Source: an optimization exercise on an open RTL-to-GDS flow (aim: small area, a short achievable clock period and few clock cycles). Production flows keep margins and buffers that such runs may drop. Function was checked by simulation only, so behaviour that the tests miss may differ from the original.

==> harbor <==
Design bk_route, start of the top module:
module bk_route #(
    parameter LOGN   = 5,
    parameter N      = 1 << LOGN,
    parameter STAGES = 2 * LOGN - 1,
    parameter CPS    = N / 2,
    parameter CELLS  = STAGES * CPS
) (
    input  wire                 clk,
    input  wire                 rst,
    input  wire                 start,
    input  wire [N-1:0]         conn_valid,
    input  wire [N*LOGN-1:0]    conn_out,
    output wire                 busy,
    output reg                  done,
    output wire [2*CELLS-1:0]   cells
);
    localparam [1:0] S_IDLE = 2'd0,
                     S_PAD  = 2'd1,
                     S_RUN  = 2'd2,
                     S_FIN  = 2'd3;
    reg [1:0]         state;
    reg [N*LOGN-1:0]  dst;         
    reg [N-1:0]       rl;          
    reg [N-1:0]       pth0, pth1, pth2;    
    reg [N-1:0]       colr;        
    reg [1:0]         level;
    reg [3:0]         cnt;
    reg [3:0]         qk;          
  ...
Settings: LEC_CHECK=0, CAP_MARGIN=20, CORE_MARGIN=2, CORE_UTILIZATION=33, PLACE_DENSITY=0.55, SETUP_SLACK_MARGIN=3.5, SLEW_MARGIN=20; clock period 8.0 ns.
run.sh (not shown) runs the stock make flow with config.mk's settings and CLKGATE_MAP_FILE= SYNTH_SCRIPT=/design/flow/synth_recipe.tcl, a recipe that flattens the netlist after the stock synthesis.
==> indigo (differences from harbor) <==
--- a/flow/design.v
+++ b/flow/design.v
@@ -117,19 +117,21 @@
             assign d0b[g]  = dst[g*LOGN];
         end
     endgenerate
     reg [N-1:0]    uf  [0:1];     
     reg [N-1:0]    ug  [0:1];     
+    reg [LOGN-1:0] udf [0:1];     
     reg            ust [0:1];     
     reg            uph [0:1];     
     reg [1:0]      up  [0:1];     
     wire [N-1:0]    rc   [0:1];   
     wire [N-1:0]    ri   [0:1];   
-    wire [LOGN-1:0] udf  [0:1];   
+    wire [LOGN-1:0] dri  [0:1];
     wire            meet [0:1];
     wire [N-1:0]    nst  [0:1];
     wire [1:0]      npth [0:1];
+    wire [LOGN-1:0] ndst [0:1];
     wire            phe  [0:1];
     wire            act  [0:1];
     wire            usde [0:1];   
     wire            usdo [0:1];
     generate
@@ -140,11 +142,10 @@
                     same[m] = lv0 | ((pth0[m] == g) && (lv1 || (pth1[m] == up[g][0] &&
                                                               (lv2 || pth2[m] == up[g][1]))));
             end
             assign act[g] = run && (g == 0 || !lv0);
             assign phe[g] = ust[g] ? 1'b1 : uph[g];
-            assign udf[g] = rd5(uf[g], dst);
             wire [LOGN-1:0] t = pad ? (g ? {1'b1, ~qk[2:0], 1'b0} : {1'b0, qk[2:0], 1'b0}) : (udf[g] ^ lbit);
             reg  [N-1:0] hit;
             always @* begin
                 for (m = 0; m < N; m = m + 1)
                     hit[m] = (pad ? rl[m] : same[m]) &&
@@ -152,87 +153,74 @@
             end
             assign rc[g]   = hit;
             assign usde[g] = |(hit & ~d0b);
             assign usdo[g] = |(hit & d0b);
             assign ri[g]   = inp(ug[g], same, lvoh);
-            assign meet[g] = |(rc[g] & ri[g]);
+            assign dri[g]  = rd5(ri[g], dst);
+            assign meet[g] = (((dri[g] ^ t) & cmask) == 0);
             wire [N-1:0] dom  = lv0 ? {N{1'b1}} : (g ? pth0 : ~pth0);
             wire [N-1:0] free = ~(colr | ug[g]) & dom;
             wire [N-1:0] f1   = lowest(free);
             wire [N-1:0] f2   = lowest(free & ~f1);
             wire         sel2 = |(f1 & ri[g]);
             assign nst[g]  = sel2 ? f2 : f1;
             assign npth[g] = sel2 ? {|(f2 & pth2), |(f2 & pth1)} : {|(f1 & pth2), |(f1 & pth1)};
+            assign ndst[g] = sel2 ? rd5(f2, dst) : rd5(f1, dst);
         end
     endgenerate
-    reg            wv  [0:1];
-    reg [3:0]      wlv [0:1];
-    reg [3:0]      wil [0:1];
-    reg [1:0]      wp  [0:1];
-    reg            wph [0:1];
-    reg            wvl [0:1];
-    reg            wrf [0:1];
-    reg            wmt [0:1];
-    reg            wri [0:1];
-    reg            wi4 [0:1];
-    reg            wd4 [0:1];
     reg  [1:0]  sl [0:1];
     reg  [1:0]  sf [0:1];
     reg  [15:0] ilo [0:1];
     reg  [15:0] ixo [0:1];
     reg  [1:0]  mv0 [0:1];       
     reg  [1:0]  mvc [0:1];       
-    reg  [3:0]  il  [0:1];
-    reg  [3:0]  ifs;
-    reg  [4:0]  eg;
-    reg         vl  [0:1];
-    reg         rI  [0:1];
     integer u;
-    reg       rC, rF, rG, el, ef, vf;
+    reg [3:0] il, ifs;
+    reg [4:0] eg;
+    reg       rC, rI, rF, rG, el, ef, vl, vf;
     always @* begin
         for (u = 0; u < 2; u = u + 1) begin
-            rI[u] = |(ri[u] & rl);
+            rC  = |(rc[u] & rl);
+            rI  = |(ri[u] & rl);
             rF  = |(uf[u] & rl);
             rG  = |(ug[u] & rl);
             eg  = enc(ug[u]);
-            ef  = rG | rI[u];
-            vl[u] = |(udf[u][3:0] & lvoh) ~^ phe[u];
+            el  = rF | rC;
+            ef  = rG | rI;
+            vl  = |(udf[u][3:0] & lvoh) ~^ phe[u];
             vf  = |(eg[3:0] & lvoh) ~^ phe[u];
+            sl[u] = {~el, el & vl};
             sf[u] = {~ef, ef & vf};
-            il[u] = lv0 ? udf[u][4:1] : lv1 ? {u[0], udf[u][4:2]} :
-                    lv2 ? {u[0], up[u][0], udf[u][4:3]} : {u[0], up[u][0], up[u][1], udf[u][4]};
+            il  = lv0 ? udf[u][4:1] : lv1 ? {u[0], udf[u][4:2]} :
+                  lv2 ? {u[0], up[u][0], udf[u][4:3]} : {u[0], up[u][0], up[u][1], udf[u][4]};
             ifs = lv1 ? {u[0], eg[4:2]} :
                   lv2 ? {u[0], up[u][0], eg[4:3]} : {u[0], up[u][0], up[u][1], eg[4]};
+            ilo[u] = act[u] ? (16'd1 << il)  : 16'd0;
             ixo[u] = act[u] ? (16'd1 << ifs) : 16'd0;
             mv0[u] = {act[u] & lv3 & ust[u] & rF, (|uf[u][N-1:N/2]) ^ udf[u][4]};
-            rC  = wmt[u] ? wri[u] : rG;
-            el  = wrf[u] | rC;
-            sl[u]  = {~el, el & wvl[u]};
-            ilo[u] = wv[u] ? (16'd1 << wil[u]) : 16'd0;
-            mvc[u] = {wv[u] & wlv[u][3] & (wri[u] | rC),
-                      (wmt[u] ? wi4[u] : |ug[u][N-1:N/2]) ^ wd4[u]};
+            mvc[u] = {act[u] & lv3 & (rC | rI),   (|rc[u][N-1:N/2]) ^ udf[u][4]};
         end
     end
     reg [2*CELLS-1:0] cr_n;
     integer s, h;
     always @* begin
         cr_n = cr;
         for (j = 0; j < CPS; j = j + 1)
-            if (wlv[0][0] && ilo[0][j]) cr_n[2*(8*CPS + j) +: 2] = sl[0];
+            if (lv0 && ilo[0][j]) cr_n[2*(8*CPS + j) +: 2] = sl[0];
         for (s = 1; s < 4; s = s + 1)
             for (j = 0; j < CPS; j = j + 1) begin
                 h = j / 8;
                 if (lvoh[s] && ixo[h][j]) cr_n[2*(s*CPS + j) +: 2]     = sf[h];
-                if (wlv[h][s] && ilo[h][j]) cr_n[2*((8-s)*CPS + j) +: 2] = sl[h];
+                if (lvoh[s] && ilo[h][j]) cr_n[2*((8-s)*CPS + j) +: 2] = sl[h];
             end
         for (j = 0; j < CPS; j = j + 1) begin
             if (run && lv0) cr_n[2*(4*CPS + j) +: 2] = 2'b10;
             h = j / 8;
-            if ({up[h][0], up[h][1]} == ((j / 2) % 4) && (j % 2) == 0 && mv0[h][1])
-                cr_n[2*(4*CPS + j) +: 2] = {1'b0, mv0[h][0]};
-            if ({wp[h][0], wp[h][1]} == ((j / 2) % 4) && (j % 2) == wph[h] && mvc[h][1])
-                cr_n[2*(4*CPS + j) +: 2] = {1'b0, mvc[h][0]};
+            if ({up[h][0], up[h][1]} == ((j / 2) % 4)) begin
+                if ((j % 2) == 0 && mv0[h][1])       cr_n[2*(4*CPS + j) +: 2] = {1'b0, mv0[h][0]};
+                if ((j % 2) == phe[h] && mvc[h][1])  cr_n[2*(4*CPS + j) +: 2] = {1'b0, mvc[h][0]};
+            end
         end
     end
     generate
         for (g = 0; g < CPS; g = g + 1) begin : st0c
             wire r = rl[2*g] | rl[2*g+1];
@@ -252,33 +240,21 @@
     wire [N-1:0] wd  = (pv && pfh && pfl)   ? uh2 : {N{1'b0}};
     wire [LOGN-1:0] va = {1'b0, pk, ~pfe};
     wire [LOGN-1:0] vb = {1'b0, pk, 1'b1};
     wire [LOGN-1:0] vc = {1'b1, ~pk, pfh};
     wire [LOGN-1:0] vd = {1'b1, ~pk, 1'b0};
+    wire [LOGN-1:0] d0p = wa[0] ? va : wb[0] ? vb : wc[0] ? vc : wd[0] ? vd : dst[LOGN-1:0];
     reg [N-1:0] newc;
     always @* begin
         newc = 0;
         for (u = 0; u < 2; u = u + 1)
             if (act[u])
                 newc = newc | ri[u] | ug[u];
     end
     always @(posedge clk) begin
         cr <= cr_n;
         for (u = 0; u < 2; u = u + 1) begin
-            wv[u]  <= act[u];
-            wlv[u] <= lvoh;
-            wil[u] <= il[u];
-            wp[u]  <= up[u];
-            wph[u] <= phe[u];
-            wvl[u] <= vl[u];
-            wrf[u] <= |(uf[u] & rl);
-            wmt[u] <= meet[u];
-            wri[u] <= rI[u];
-            wi4[u] <= |ri[u][N-1:N/2];
-            wd4[u] <= udf[u][4];
-        end
-        for (u = 0; u < 2; u = u + 1) begin
             if (act[u]) begin
                 uph[u] <= ~phe[u];
                 for (m = 0; m < N; m = m + 1) begin
                     if (ri[u][m] | ug[u][m]) begin
                         case (level)
@@ -291,30 +267,31 @@
                 end
                 ust[u] <= meet[u];
                 if (meet[u]) begin
                     uf[u]  <= nst[u];
                     ug[u]  <= nst[u];
+                    udf[u] <= ndst[u];
                     up[u]  <= npth[u];
                 end else begin
                     uf[u]  <= ri[u];
                     ug[u]  <= rc[u];
+                    udf[u] <= dri[u];
                 end
             end
             if (run && lastc) begin
                 uf[u]  <= (u == 0) ? 32'h1 : 32'h2;
                 ug[u]  <= (u == 0) ? 32'h1 : 32'h2;
+                udf[u] <= (u == 0) ? dst[LOGN-1:0] : dst[2*LOGN-1:LOGN];
                 ust[u] <= 1'b1;
                 up[u]  <= 2'b00;
             end
         end
         if (rst) begin
             pad   <= 1'b0;
             run   <= 1'b0;
             state <= S_IDLE;
             done  <= 1'b0;
-            wv[0] <= 1'b0;
-            wv[1] <= 1'b0;
         end else begin
             done <= 1'b0;
             case (state)
                 S_IDLE: begin
                     dst    <= conn_out;
@@ -324,10 +301,11 @@
                     level  <= 2'd0;
                     lvoh   <= 4'b0001;
                     cnt    <= 4'd0;
                     uf[0]  <= 32'h1;
                     ug[0]  <= 32'h1;
+                    udf[0] <= conn_out[LOGN-1:0];
                     ust[0] <= 1'b1;
                     up[0]  <= 2'b00;
                     if (start) begin
                         rl <= conn_valid;
                         if (&conn_valid) begin
@@ -344,10 +322,11 @@
                         if (wa[m]) dst[m*LOGN +: LOGN] <= va;
                         if (wb[m]) dst[m*LOGN +: LOGN] <= vb;
                         if (wc[m]) dst[m*LOGN +: LOGN] <= vc;
                         if (wd[m]) dst[m*LOGN +: LOGN] <= vd;
                     end
+                    udf[0] <= d0p;
                     qk  <= qk + 1'b1;
                     pk  <= qk[2:0];
                     pv  <= 1'b1;
                     pfe <= ~usde[0];
                     pfo <= ~usdo[0];
@@ -368,12 +347,13 @@
                         colr  <= 0;
                         cnt   <= 4'd0;
                         level <= level + 1'b1;
                         lvoh  <= {lvoh[2:0], lvoh[3]};
                         if (lv3) begin
-                            state <= S_FIN;
+                            state <= S_IDLE;
                             run   <= 1'b0;
+                            done  <= 1'b1;
                         end
                     end else begin
                         colr  <= colr | newc;
                     end
                 end
CORE_UTILIZATION = 25   (was 33)
PLACE_DENSITY = 0.45   (was 0.55)
==> fjord (differences from harbor) <==
ABC_AREA = 1   (was not set)
CORE_UTILIZATION = 37   (was 33)
PLACE_DENSITY = 0.6   (was 0.55)
==> xenon (differences from harbor) <==
--- a/flow/design.v
+++ b/flow/design.v
@@ -117,19 +117,21 @@
             assign d0b[g]  = dst[g*LOGN];
         end
     endgenerate
     reg [N-1:0]    uf  [0:1];     
     reg [N-1:0]    ug  [0:1];     
+    reg [LOGN-1:0] udf [0:1];     
     reg            ust [0:1];     
     reg            uph [0:1];     
     reg [1:0]      up  [0:1];     
     wire [N-1:0]    rc   [0:1];   
     wire [N-1:0]    ri   [0:1];   
-    wire [LOGN-1:0] udf  [0:1];   
+    wire [LOGN-1:0] dri  [0:1];
     wire            meet [0:1];
     wire [N-1:0]    nst  [0:1];
     wire [1:0]      npth [0:1];
+    wire [LOGN-1:0] ndst [0:1];
     wire            phe  [0:1];
     wire            act  [0:1];
     wire            usde [0:1];   
     wire            usdo [0:1];
     generate
@@ -140,11 +142,10 @@
                     same[m] = lv0 | ((pth0[m] == g) && (lv1 || (pth1[m] == up[g][0] &&
                                                               (lv2 || pth2[m] == up[g][1]))));
             end
             assign act[g] = run && (g == 0 || !lv0);
             assign phe[g] = ust[g] ? 1'b1 : uph[g];
-            assign udf[g] = rd5(uf[g], dst);
             wire [LOGN-1:0] t = pad ? (g ? {1'b1, ~qk[2:0], 1'b0} : {1'b0, qk[2:0], 1'b0}) : (udf[g] ^ lbit);
             reg  [N-1:0] hit;
             always @* begin
                 for (m = 0; m < N; m = m + 1)
                     hit[m] = (pad ? rl[m] : same[m]) &&
@@ -152,87 +153,74 @@
             end
             assign rc[g]   = hit;
             assign usde[g] = |(hit & ~d0b);
             assign usdo[g] = |(hit & d0b);
             assign ri[g]   = inp(ug[g], same, lvoh);
-            assign meet[g] = |(rc[g] & ri[g]);
+            assign dri[g]  = rd5(ri[g], dst);
+            assign meet[g] = (((dri[g] ^ t) & cmask) == 0);
             wire [N-1:0] dom  = lv0 ? {N{1'b1}} : (g ? pth0 : ~pth0);
             wire [N-1:0] free = ~(colr | ug[g]) & dom;
             wire [N-1:0] f1   = lowest(free);
             wire [N-1:0] f2   = lowest(free & ~f1);
             wire         sel2 = |(f1 & ri[g]);
             assign nst[g]  = sel2 ? f2 : f1;
             assign npth[g] = sel2 ? {|(f2 & pth2), |(f2 & pth1)} : {|(f1 & pth2), |(f1 & pth1)};
+            assign ndst[g] = sel2 ? rd5(f2, dst) : rd5(f1, dst);
         end
     endgenerate
-    reg            wv  [0:1];
-    reg [3:0]      wlv [0:1];
-    reg [3:0]      wil [0:1];
-    reg [1:0]      wp  [0:1];
-    reg            wph [0:1];
-    reg            wvl [0:1];
-    reg            wrf [0:1];
-    reg            wmt [0:1];
-    reg            wri [0:1];
-    reg            wi4 [0:1];
-    reg            wd4 [0:1];
     reg  [1:0]  sl [0:1];
     reg  [1:0]  sf [0:1];
     reg  [15:0] ilo [0:1];
     reg  [15:0] ixo [0:1];
     reg  [1:0]  mv0 [0:1];       
     reg  [1:0]  mvc [0:1];       
-    reg  [3:0]  il  [0:1];
-    reg  [3:0]  ifs;
-    reg  [4:0]  eg;
-    reg         vl  [0:1];
-    reg         rI  [0:1];
     integer u;
-    reg       rC, rF, rG, el, ef, vf;
+    reg [3:0] il, ifs;
+    reg [4:0] eg;
+    reg       rC, rI, rF, rG, el, ef, vl, vf;
     always @* begin
         for (u = 0; u < 2; u = u + 1) begin
-            rI[u] = |(ri[u] & rl);
+            rC  = |(rc[u] & rl);
+            rI  = |(ri[u] & rl);
             rF  = |(uf[u] & rl);
             rG  = |(ug[u] & rl);
             eg  = enc(ug[u]);
-            ef  = rG | rI[u];
-            vl[u] = |(udf[u][3:0] & lvoh) ~^ phe[u];
+            el  = rF | rC;
+            ef  = rG | rI;
+            vl  = |(udf[u][3:0] & lvoh) ~^ phe[u];
             vf  = |(eg[3:0] & lvoh) ~^ phe[u];
+            sl[u] = {~el, el & vl};
             sf[u] = {~ef, ef & vf};
-            il[u] = lv0 ? udf[u][4:1] : lv1 ? {u[0], udf[u][4:2]} :
-                    lv2 ? {u[0], up[u][0], udf[u][4:3]} : {u[0], up[u][0], up[u][1], udf[u][4]};
+            il  = lv0 ? udf[u][4:1] : lv1 ? {u[0], udf[u][4:2]} :
+                  lv2 ? {u[0], up[u][0], udf[u][4:3]} : {u[0], up[u][0], up[u][1], udf[u][4]};
             ifs = lv1 ? {u[0], eg[4:2]} :
                   lv2 ? {u[0], up[u][0], eg[4:3]} : {u[0], up[u][0], up[u][1], eg[4]};
+            ilo[u] = act[u] ? (16'd1 << il)  : 16'd0;
             ixo[u] = act[u] ? (16'd1 << ifs) : 16'd0;
             mv0[u] = {act[u] & lv3 & ust[u] & rF, (|uf[u][N-1:N/2]) ^ udf[u][4]};
-            rC  = wmt[u] ? wri[u] : rG;
-            el  = wrf[u] | rC;
-            sl[u]  = {~el, el & wvl[u]};
-            ilo[u] = wv[u] ? (16'd1 << wil[u]) : 16'd0;
-            mvc[u] = {wv[u] & wlv[u][3] & (wri[u] | rC),
-                      (wmt[u] ? wi4[u] : |ug[u][N-1:N/2]) ^ wd4[u]};
+            mvc[u] = {act[u] & lv3 & (rC | rI),   (|rc[u][N-1:N/2]) ^ udf[u][4]};
         end
     end
     reg [2*CELLS-1:0] cr_n;
     integer s, h;
     always @* begin
         cr_n = cr;
         for (j = 0; j < CPS; j = j + 1)
-            if (wlv[0][0] && ilo[0][j]) cr_n[2*(8*CPS + j) +: 2] = sl[0];
+            if (lv0 && ilo[0][j]) cr_n[2*(8*CPS + j) +: 2] = sl[0];
         for (s = 1; s < 4; s = s + 1)
             for (j = 0; j < CPS; j = j + 1) begin
                 h = j / 8;
                 if (lvoh[s] && ixo[h][j]) cr_n[2*(s*CPS + j) +: 2]     = sf[h];
-                if (wlv[h][s] && ilo[h][j]) cr_n[2*((8-s)*CPS + j) +: 2] = sl[h];
+                if (lvoh[s] && ilo[h][j]) cr_n[2*((8-s)*CPS + j) +: 2] = sl[h];
             end
         for (j = 0; j < CPS; j = j + 1) begin
             if (run && lv0) cr_n[2*(4*CPS + j) +: 2] = 2'b10;
             h = j / 8;
-            if ({up[h][0], up[h][1]} == ((j / 2) % 4) && (j % 2) == 0 && mv0[h][1])
-                cr_n[2*(4*CPS + j) +: 2] = {1'b0, mv0[h][0]};
-            if ({wp[h][0], wp[h][1]} == ((j / 2) % 4) && (j % 2) == wph[h] && mvc[h][1])
-                cr_n[2*(4*CPS + j) +: 2] = {1'b0, mvc[h][0]};
+            if ({up[h][0], up[h][1]} == ((j / 2) % 4)) begin
+                if ((j % 2) == 0 && mv0[h][1])       cr_n[2*(4*CPS + j) +: 2] = {1'b0, mv0[h][0]};
+                if ((j % 2) == phe[h] && mvc[h][1])  cr_n[2*(4*CPS + j) +: 2] = {1'b0, mvc[h][0]};
+            end
         end
     end
     generate
         for (g = 0; g < CPS; g = g + 1) begin : st0c
             wire r = rl[2*g] | rl[2*g+1];
@@ -252,33 +240,21 @@
     wire [N-1:0] wd  = (pv && pfh && pfl)   ? uh2 : {N{1'b0}};
     wire [LOGN-1:0] va = {1'b0, pk, ~pfe};
     wire [LOGN-1:0] vb = {1'b0, pk, 1'b1};
     wire [LOGN-1:0] vc = {1'b1, ~pk, pfh};
     wire [LOGN-1:0] vd = {1'b1, ~pk, 1'b0};
+    wire [LOGN-1:0] d0p = wa[0] ? va : wb[0] ? vb : wc[0] ? vc : wd[0] ? vd : dst[LOGN-1:0];
     reg [N-1:0] newc;
     always @* begin
         newc = 0;
         for (u = 0; u < 2; u = u + 1)
             if (act[u])
                 newc = newc | ri[u] | ug[u];
     end
     always @(posedge clk) begin
         cr <= cr_n;
         for (u = 0; u < 2; u = u + 1) begin
-            wv[u]  <= act[u];
-            wlv[u] <= lvoh;
-            wil[u] <= il[u];
-            wp[u]  <= up[u];
-            wph[u] <= phe[u];
-            wvl[u] <= vl[u];
-            wrf[u] <= |(uf[u] & rl);
-            wmt[u] <= meet[u];
-            wri[u] <= rI[u];
-            wi4[u] <= |ri[u][N-1:N/2];
-            wd4[u] <= udf[u][4];
-        end
-        for (u = 0; u < 2; u = u + 1) begin
             if (act[u]) begin
                 uph[u] <= ~phe[u];
                 for (m = 0; m < N; m = m + 1) begin
                     if (ri[u][m] | ug[u][m]) begin
                         case (level)
@@ -291,30 +267,31 @@
                 end
                 ust[u] <= meet[u];
                 if (meet[u]) begin
                     uf[u]  <= nst[u];
                     ug[u]  <= nst[u];
+                    udf[u] <= ndst[u];
                     up[u]  <= npth[u];
                 end else begin
                     uf[u]  <= ri[u];
                     ug[u]  <= rc[u];
+                    udf[u] <= dri[u];
                 end
             end
             if (run && lastc) begin
                 uf[u]  <= (u == 0) ? 32'h1 : 32'h2;
                 ug[u]  <= (u == 0) ? 32'h1 : 32'h2;
+                udf[u] <= (u == 0) ? dst[LOGN-1:0] : dst[2*LOGN-1:LOGN];
                 ust[u] <= 1'b1;
                 up[u]  <= 2'b00;
             end
         end
         if (rst) begin
             pad   <= 1'b0;
             run   <= 1'b0;
             state <= S_IDLE;
             done  <= 1'b0;
-            wv[0] <= 1'b0;
-            wv[1] <= 1'b0;
         end else begin
             done <= 1'b0;
             case (state)
                 S_IDLE: begin
                     dst    <= conn_out;
@@ -324,10 +301,11 @@
                     level  <= 2'd0;
                     lvoh   <= 4'b0001;
                     cnt    <= 4'd0;
                     uf[0]  <= 32'h1;
                     ug[0]  <= 32'h1;
+                    udf[0] <= conn_out[LOGN-1:0];
                     ust[0] <= 1'b1;
                     up[0]  <= 2'b00;
                     if (start) begin
                         rl <= conn_valid;
                         if (&conn_valid) begin
@@ -344,10 +322,11 @@
                         if (wa[m]) dst[m*LOGN +: LOGN] <= va;
                         if (wb[m]) dst[m*LOGN +: LOGN] <= vb;
                         if (wc[m]) dst[m*LOGN +: LOGN] <= vc;
                         if (wd[m]) dst[m*LOGN +: LOGN] <= vd;
                     end
+                    udf[0] <= d0p;
                     qk  <= qk + 1'b1;
                     pk  <= qk[2:0];
                     pv  <= 1'b1;
                     pfe <= ~usde[0];
                     pfo <= ~usdo[0];
@@ -368,12 +347,13 @@
                         colr  <= 0;
                         cnt   <= 4'd0;
                         level <= level + 1'b1;
                         lvoh  <= {lvoh[2:0], lvoh[3]};
                         if (lv3) begin
-                            state <= S_FIN;
+                            state <= S_IDLE;
                             run   <= 1'b0;
+                            done  <= 1'b1;
                         end
                     end else begin
                         colr  <= colr | newc;
                     end
                 end
ABC_AREA = 1   (was not set)
CORE_UTILIZATION = 30   (was 33)
PLACE_DENSITY = 0.5   (was 0.55)
==> qor summary <==
| item | indigo | harbor | fjord | xenon |
|---|---|---|---|---|
| Status | finished clean | finished clean | finished with violations | aborted with a tool error |
| Last stage reached | - | - | - | 5_1_grt |
| Violated checks | - | - | max-capacitance violations, max-slew violations | - |
| Clock network share of area | 3.526% | 4.154% | 4.104% | - |
| Register cell area after layout | 0.01985 sq mm | 0.02035 sq mm | 0.02033 sq mm | - |
| Class of the most critical setup path | reg -> reg | reg -> reg | reg -> reg | - |
| Multi-input logic area | 0.04454 sq mm | 0.03729 sq mm | 0.03574 sq mm | - |
| Metal-1 WL | 237900 microns | 171200 microns | 151900 microns | - |
| Post-Route Hold Slack | 0.4644 ns | 0.4638 ns | 0.4814 ns | - |
| Cell depth of the worst setup path | 17 | 22 | 20 | - |
| Total of flip-flops plus latches after synthesis | 749 | 771 | 771 | 749 |
| Post-synthesis cell type count | 105 | 107 | 79 | 72 |
| Final setup TNS | 0 ns | 0 ns | 0 ns | - |
| Slowest CP cell | nor4_4 | or4_4 | a21boi_0 | - |
| Final critical-path required period | 4.996 ns | 5.670 ns | 6.113 ns | - |
| Number of buffers outside the clock class in the layout | 1798 | 1386 | 929 | - |
| Synth Instances | 8135 | 7110 | 8909 | 9898 |
| Delay of the slowest critical-path stage | 0.90 ns | 0.61 ns | 1.60 ns | - |
Testbench counts of harbor, summed over its fixed seeds: cycles 17,376.
Testbench counts of indigo, summed over its fixed seeds: cycles 16,992.
Testbench counts of fjord, summed over its fixed seeds: cycles 17,376.
Testbench counts of xenon, summed over its fixed seeds: cycles 16,992.

==> what the ideal ports hide <==
In the flow no input, the clock included, has a driving cell. The finished layouts below were timed again as built, in two steps.
Step 1 sets driving cells, clkbuf_16 on the clock port and buf_2 on the other inputs (assumed; they add their load-dependent delay and slew).
Step 2, shift: input delay + t, output delay - t, t = (earliest + latest rising clock arrival at the registers) / 2. This alone moves slack from input paths to output paths.
Three values: ideal ports, drivers, drivers and shift; two values: the first two.
| run | t (ns) | setup WS [ns] | worst setup path after step 2 | worst register clock-pin slew, ns |
|---|---|---|---|---|
| harbor | 0.897 | 2.330 / 2.330 / 2.330 | register to register | 0.09 / 0.09 |
| indigo | 0.905 | 3.004 / 3.004 / 2.968 | input to register | 0.10 / 0.10 |
| fjord | 0.851 | 1.887 / 1.887 / 1.887 | register to register | 0.08 / 0.08 |
For indigo, which loses most, drivers alone change the setup slack by 0.000 ns; drivers and shift together by -0.036 ns.
